Background: an optimization exercise with open tools, aiming at small area, a short achievable clock period and few clock cycles per item. Do not read the settings as production practice. The RTL was checked by simulation tests, not by an equivalence proof against the original design. Power is estimated from default activity; no workload was simulated.

==> wip/onyx <==
// grain_chain
module grain_chain (
    input  wire         clk,
    input  wire         rst,
    input  wire         in_valid,
    output wire         in_ready,
    input  wire [1:0]   in_op,
    input  wire [31:0]  in_data,
    output reg          done,
    output reg  [1:0]   status,
    output wire [255:0] link,
    output wire [31:0]  seq
);
export LEC_CHECK = 0
export CAP_MARGIN = 20
export CORE_MARGIN = 2
export CORE_UTILIZATION = 55
export CTS_BUF_LIST = sky130_fd_sc_hd__clkbuf_8
export PLACE_DENSITY = 0.62
export SETUP_SLACK_MARGIN = 4
export SLEW_MARGIN = 20
create_clock -name core_clock -period 9.5 [get_ports {clk}]
standard.sh (not shown) runs the stock make flow with config.mk's settings and CLKGATE_MAP_FILE= SYNTH_SCRIPT=/design/flow/synth_recipe.tcl, a recipe that flattens the netlist after the stock synthesis.
==> flow/flow/run.sh <==
#!/bin/bash
# The standard layout (standard.sh: standard synthesis, floorplan, place,
# CTS, route, finish), except that the port buffers inserted before global
# placement are the smallest buffer cell rather than the flow's default pick.
# The whole make output goes to standard.log; ORFS keeps each step's log under
# orfs/logs/.
set -euo pipefail
export BUFFER_PORTS_ARGS="-buffer_cell sky130_fd_sc_hd__buf_1"
bash standard.sh > standard.log 2>&1
==> wip/yarrow: changes against wip/onyx <==
--- a/flow/design.v
+++ b/flow/design.v
@@ -190,32 +190,12 @@
     function [31:0] csa_c;
         input [31:0] x, y, z;
         begin
             csa_c = {(x[30:0] & y[30:0]) | (x[30:0] & z[30:0]) | (y[30:0] & z[30:0]), 1'b0};
         end
     endfunction
-    function [31:0] add_sk;
-        input [31:0] x, y;
-        reg   [31:0] p, gg, pp, g2, p2;
-        integer j, l;
-        begin
-            p  = x ^ y;
-            gg = x & y;
-            pp = p;
-            for (l = 1; l < 32; l = l * 2) begin
-                g2 = gg; p2 = pp;
-                for (j = 0; j < 32; j = j + 1)
-                    if ((j / l) % 2 == 1) begin
-                        g2[j] = gg[j] | (pp[j] & gg[(j/l)*l - 1]);
-                        p2[j] = pp[j] & pp[(j/l)*l - 1];
-                    end
-                gg = g2; pp = p2;
-            end
-            add_sk = p ^ {gg[30:0], 1'b0};
-        end
-    endfunction
     integer i;
     reg [31:0]  w [0:15];
     reg [31:0]  a, b, c, d, e, f, g, h;
     reg [31:0]  hk;
     reg [255:0] link_r;
     reg [31:0]  seq_r;
@@ -262,39 +242,43 @@
     wire in_ff1  = st[E_FF1];
     wire in_prep = st[E_PREP] || st[E_IDLE];
     wire cmp_sh  = st[E_CMP] && x_full;
     wire [31:0] wv = in_c1 ? w[1] : in_prep ? w[0] : 32'd0;
     wire [31:0] hk_s = csa_s(g, kt, wv);
     wire [31:0] hk_c = csa_c(g, kt, wv);
-    wire [31:0] hk_nx = add_sk(hk_s, hk_c);
+    wire [31:0] hk_nx = hk_s + hk_c;
     wire [31:0] s0  = rotr(a, 5'd2) ^ rotr(a, 5'd13) ^ rotr(a, 5'd22);
     wire [31:0] s1  = rotr(e, 5'd6) ^ rotr(e, 5'd11) ^ rotr(e, 5'd25);
     wire [31:0] ch  = (e & f) ^ (~e & g);
     wire [31:0] maj = (a & b) ^ (a & c) ^ (b & c);
     wire [31:0] t1_s = csa_s(hk, s1, ch);
     wire [31:0] t1_c = csa_c(hk, s1, ch);
     wire [31:0] ne_s = csa_s(t1_s, t1_c, d);
     wire [31:0] ne_c = csa_c(t1_s, t1_c, d);
-    wire [31:0] e_nx = add_sk(ne_s, ne_c);
+    wire [31:0] e_nx = ne_s + ne_c;
     wire [31:0] na1_s = csa_s(t1_s, t1_c, s0);
     wire [31:0] na1_c = csa_c(t1_s, t1_c, s0);
     wire [31:0] na_s  = csa_s(na1_s, na1_c, maj);
     wire [31:0] na_c  = csa_c(na1_s, na1_c, maj);
-    wire [31:0] a_nx  = add_sk(na_s, na_c);
+    wire [31:0] a_nx  = na_s + na_c;
     wire [31:0] ms0  = rotr(w[1], 5'd7) ^ rotr(w[1], 5'd18) ^ (w[1] >> 3);
     wire [31:0] ms1  = rotr(w[14], 5'd17) ^ rotr(w[14], 5'd19) ^ (w[14] >> 10);
     wire [31:0] nw1_s = csa_s(ms1, w[9], ms0);
     wire [31:0] nw1_c = csa_c(ms1, w[9], ms0);
     wire [31:0] nw_s  = csa_s(nw1_s, nw1_c, w[0]);
     wire [31:0] nw_c  = csa_c(nw1_s, nw1_c, w[0]);
-    wire [31:0] w_new = add_sk(nw_s, nw_c);
-    reg  [3:0]  ivs;
-    wire [31:0] iv_a = ({32{ivs[0]}} & SHA_IV[159:128]) | ({32{ivs[1]}} & SHA_IV[191:160]) |
-                       ({32{ivs[2]}} & SHA_IV[223:192]) | ({32{ivs[3]}} & SHA_IV[255:224]);
-    wire [31:0] iv_e = ({32{ivs[0]}} & SHA_IV[31:0])    | ({32{ivs[1]}} & SHA_IV[63:32]) |
-                       ({32{ivs[2]}} & SHA_IV[95:64])   | ({32{ivs[3]}} & SHA_IV[127:96]);
+    wire [31:0] w_new = nw_s + nw_c;
+    reg [31:0] iv_a, iv_e;
+    always @(*) begin
+        case (rnd[1:0])
+            2'd0: begin iv_a = SHA_IV[159:128]; iv_e = SHA_IV[31:0];   end
+            2'd1: begin iv_a = SHA_IV[191:160]; iv_e = SHA_IV[63:32];  end
+            2'd2: begin iv_a = SHA_IV[223:192]; iv_e = SHA_IV[95:64];  end
+            default: begin iv_a = SHA_IV[255:224]; iv_e = SHA_IV[127:96]; end
+        endcase
+    end
     wire [31:0] ffa = (in_ff1 ? d : a) + (in_ff1 ? iv_a : w[3]);
     wire [31:0] ffe = (in_ff1 ? h : e) + (in_ff1 ? iv_e : w[7]);
     wire [255:0] lo_words = {w[0], w[1], w[2], w[3], w[4], w[5], w[6], w[7]};
     wire         word_eq  = (w[0] == w[8]);
     wire [31:0] pad_word = (hop != OP_KEY) ? 32'd0 :
                            (rnd[2:0] == 3'd0) ? 32'h80000000 :
@@ -425,13 +409,12 @@
             if (!iv_g)
                 g <= SHA_IV[31:0];
         end
     end
     always @(posedge clk) begin
         rnd <= rnd_nx;
-        ivs <= {ivs[2:0], st[E_C1] && (rnd == 6'd63)};
         ta  <= ta_nx;
         kt  <= kt_nx;
         if (rst) begin
             st       <= 10'd1 << E_SH;
             rnd      <= 6'd0;
             hop      <= OP_LOAD;
==> flow/run.sh (new file) <==
#!/bin/bash
# synth_recipe.tcl (not shown) runs the flow's synth.tcl, then flattens the netlist and writes it again
# the make line also repeats each setting of config.mk as NAME=value (left out here)
make -C /OpenROAD-flow-scripts/flow DESIGN_CONFIG=/design/flow/config.mk WORK_HOME=/design/flow/orfs CLKGATE_MAP_FILE= SYNTH_SCRIPT=/design/flow/synth_recipe.tcl finish
CAP_MARGIN = 40   (was 20)
CORE_UTILIZATION = 40   (was 55)
CTS_BUF_LIST = not set   (was sky130_fd_sc_hd__clkbuf_8)
PLACE_DENSITY = 0.6   (was 0.62)
SETUP_SLACK_MARGIN = not set   (was 4)
SLEW_MARGIN = 30   (was 20)
removed: flow/flow/run.sh
removed: flow/standard.sh
==> wip/lagoon: changes against wip/onyx <==
--- a/flow/design.v
+++ b/flow/design.v
@@ -190,32 +190,12 @@
     function [31:0] csa_c;
         input [31:0] x, y, z;
         begin
             csa_c = {(x[30:0] & y[30:0]) | (x[30:0] & z[30:0]) | (y[30:0] & z[30:0]), 1'b0};
         end
     endfunction
-    function [31:0] add_sk;
-        input [31:0] x, y;
-        reg   [31:0] p, gg, pp, g2, p2;
-        integer j, l;
-        begin
-            p  = x ^ y;
-            gg = x & y;
-            pp = p;
-            for (l = 1; l < 32; l = l * 2) begin
-                g2 = gg; p2 = pp;
-                for (j = 0; j < 32; j = j + 1)
-                    if ((j / l) % 2 == 1) begin
-                        g2[j] = gg[j] | (pp[j] & gg[(j/l)*l - 1]);
-                        p2[j] = pp[j] & pp[(j/l)*l - 1];
-                    end
-                gg = g2; pp = p2;
-            end
-            add_sk = p ^ {gg[30:0], 1'b0};
-        end
-    endfunction
     integer i;
     reg [31:0]  w [0:15];
     reg [31:0]  a, b, c, d, e, f, g, h;
     reg [31:0]  hk;
     reg [255:0] link_r;
     reg [31:0]  seq_r;
@@ -262,34 +242,34 @@
     wire in_ff1  = st[E_FF1];
     wire in_prep = st[E_PREP] || st[E_IDLE];
     wire cmp_sh  = st[E_CMP] && x_full;
     wire [31:0] wv = in_c1 ? w[1] : in_prep ? w[0] : 32'd0;
     wire [31:0] hk_s = csa_s(g, kt, wv);
     wire [31:0] hk_c = csa_c(g, kt, wv);
-    wire [31:0] hk_nx = add_sk(hk_s, hk_c);
+    wire [31:0] hk_nx = hk_s + hk_c;
     wire [31:0] s0  = rotr(a, 5'd2) ^ rotr(a, 5'd13) ^ rotr(a, 5'd22);
     wire [31:0] s1  = rotr(e, 5'd6) ^ rotr(e, 5'd11) ^ rotr(e, 5'd25);
     wire [31:0] ch  = (e & f) ^ (~e & g);
     wire [31:0] maj = (a & b) ^ (a & c) ^ (b & c);
     wire [31:0] t1_s = csa_s(hk, s1, ch);
     wire [31:0] t1_c = csa_c(hk, s1, ch);
     wire [31:0] ne_s = csa_s(t1_s, t1_c, d);
     wire [31:0] ne_c = csa_c(t1_s, t1_c, d);
-    wire [31:0] e_nx = add_sk(ne_s, ne_c);
+    wire [31:0] e_nx = ne_s + ne_c;
     wire [31:0] na1_s = csa_s(t1_s, t1_c, s0);
     wire [31:0] na1_c = csa_c(t1_s, t1_c, s0);
     wire [31:0] na_s  = csa_s(na1_s, na1_c, maj);
     wire [31:0] na_c  = csa_c(na1_s, na1_c, maj);
-    wire [31:0] a_nx  = add_sk(na_s, na_c);
+    wire [31:0] a_nx  = na_s + na_c;
     wire [31:0] ms0  = rotr(w[1], 5'd7) ^ rotr(w[1], 5'd18) ^ (w[1] >> 3);
     wire [31:0] ms1  = rotr(w[14], 5'd17) ^ rotr(w[14], 5'd19) ^ (w[14] >> 10);
     wire [31:0] nw1_s = csa_s(ms1, w[9], ms0);
     wire [31:0] nw1_c = csa_c(ms1, w[9], ms0);
     wire [31:0] nw_s  = csa_s(nw1_s, nw1_c, w[0]);
     wire [31:0] nw_c  = csa_c(nw1_s, nw1_c, w[0]);
-    wire [31:0] w_new = add_sk(nw_s, nw_c);
+    wire [31:0] w_new = nw_s + nw_c;
     reg  [3:0]  ivs;
     wire [31:0] iv_a = ({32{ivs[0]}} & SHA_IV[159:128]) | ({32{ivs[1]}} & SHA_IV[191:160]) |
                        ({32{ivs[2]}} & SHA_IV[223:192]) | ({32{ivs[3]}} & SHA_IV[255:224]);
     wire [31:0] iv_e = ({32{ivs[0]}} & SHA_IV[31:0])    | ({32{ivs[1]}} & SHA_IV[63:32]) |
                        ({32{ivs[2]}} & SHA_IV[95:64])   | ({32{ivs[3]}} & SHA_IV[127:96]);
     wire [31:0] ffa = (in_ff1 ? d : a) + (in_ff1 ? iv_a : w[3]);
CAP_MARGIN = 40   (was 20)
CORE_UTILIZATION = 60   (was 55)
PLACE_DENSITY = 0.7   (was 0.62)
SLEW_MARGIN = 30   (was 20)
==> summary of the runs <==
wip/lagoon completed without violations. wip/yarrow produced a clean layout. wip/onyx completed without violations. The lowest clock skew belongs to wip/yarrow, the highest to wip/lagoon. Non-clock buffer count: wip/yarrow > wip/lagoon > wip/onyx. Die area, lowest first: wip/lagoon, wip/onyx, wip/yarrow. Against wip/yarrow, the synthesized area of wip/lagoon is lower by about 0.5%. Clock-buffer cell count, lowest first: wip/yarrow, wip/onyx, wip/lagoon. Cell count: wip/onyx < wip/lagoon < wip/yarrow. Sequential share of layout area: wip/onyx > wip/lagoon > wip/yarrow. Wire length, lowest first: wip/onyx, wip/lagoon, wip/yarrow. Between wip/yarrow and wip/lagoon, the lower clock power is in wip/lagoon (gap 16%, measured against wip/lagoon).
Testbench counts of wip/onyx, summed over its fixed seeds: cycles 42,875, records 320.
Testbench counts of wip/yarrow, summed over its fixed seeds: cycles 42,875, records 320.
Testbench counts of wip/lagoon, summed over its fixed seeds: cycles 42,875, records 320.

## static timing again, ports no longer ideal
No port has a modelled driver above. Below, the same layouts with a new extraction and two added sets of constraints. Step 1 (the two cells are an assumption about what drives the block):
set clk [get_ports {clk}]
set_driving_cell -lib_cell sky130_fd_sc_hd__clkbuf_16 $clk
set_driving_cell -lib_cell sky130_fd_sc_hd__buf_2 [delete_from_list [all_inputs] $clk]
Step 2 moves the port delays by t, midway between the first and last clock arrival at a register: inputs arrive t later, outputs are due t later. That takes back most of the time a late clock gives input paths. Slacks: no drivers / after step 1 / after step 2; pairs: no drivers / after step 1.
| run | shift t [ns] | slack for setup (ns) | worst setup path at the end |
|---|---|---|---|
| wip/onyx | 1.004 | 4.022 / 4.022 / 3.747 | input to register |
| wip/yarrow | 0.867 | 3.200 / 3.200 / 3.200 | register to register |
| wip/lagoon | 0.955 | 4.083 / 4.083 / 4.083 | register to register |
After both steps setup and hold are still met in every run listed. The setup slack of wip/onyx, which loses most, moves by 0.000 ns with the drivers and by -0.275 ns with both steps.
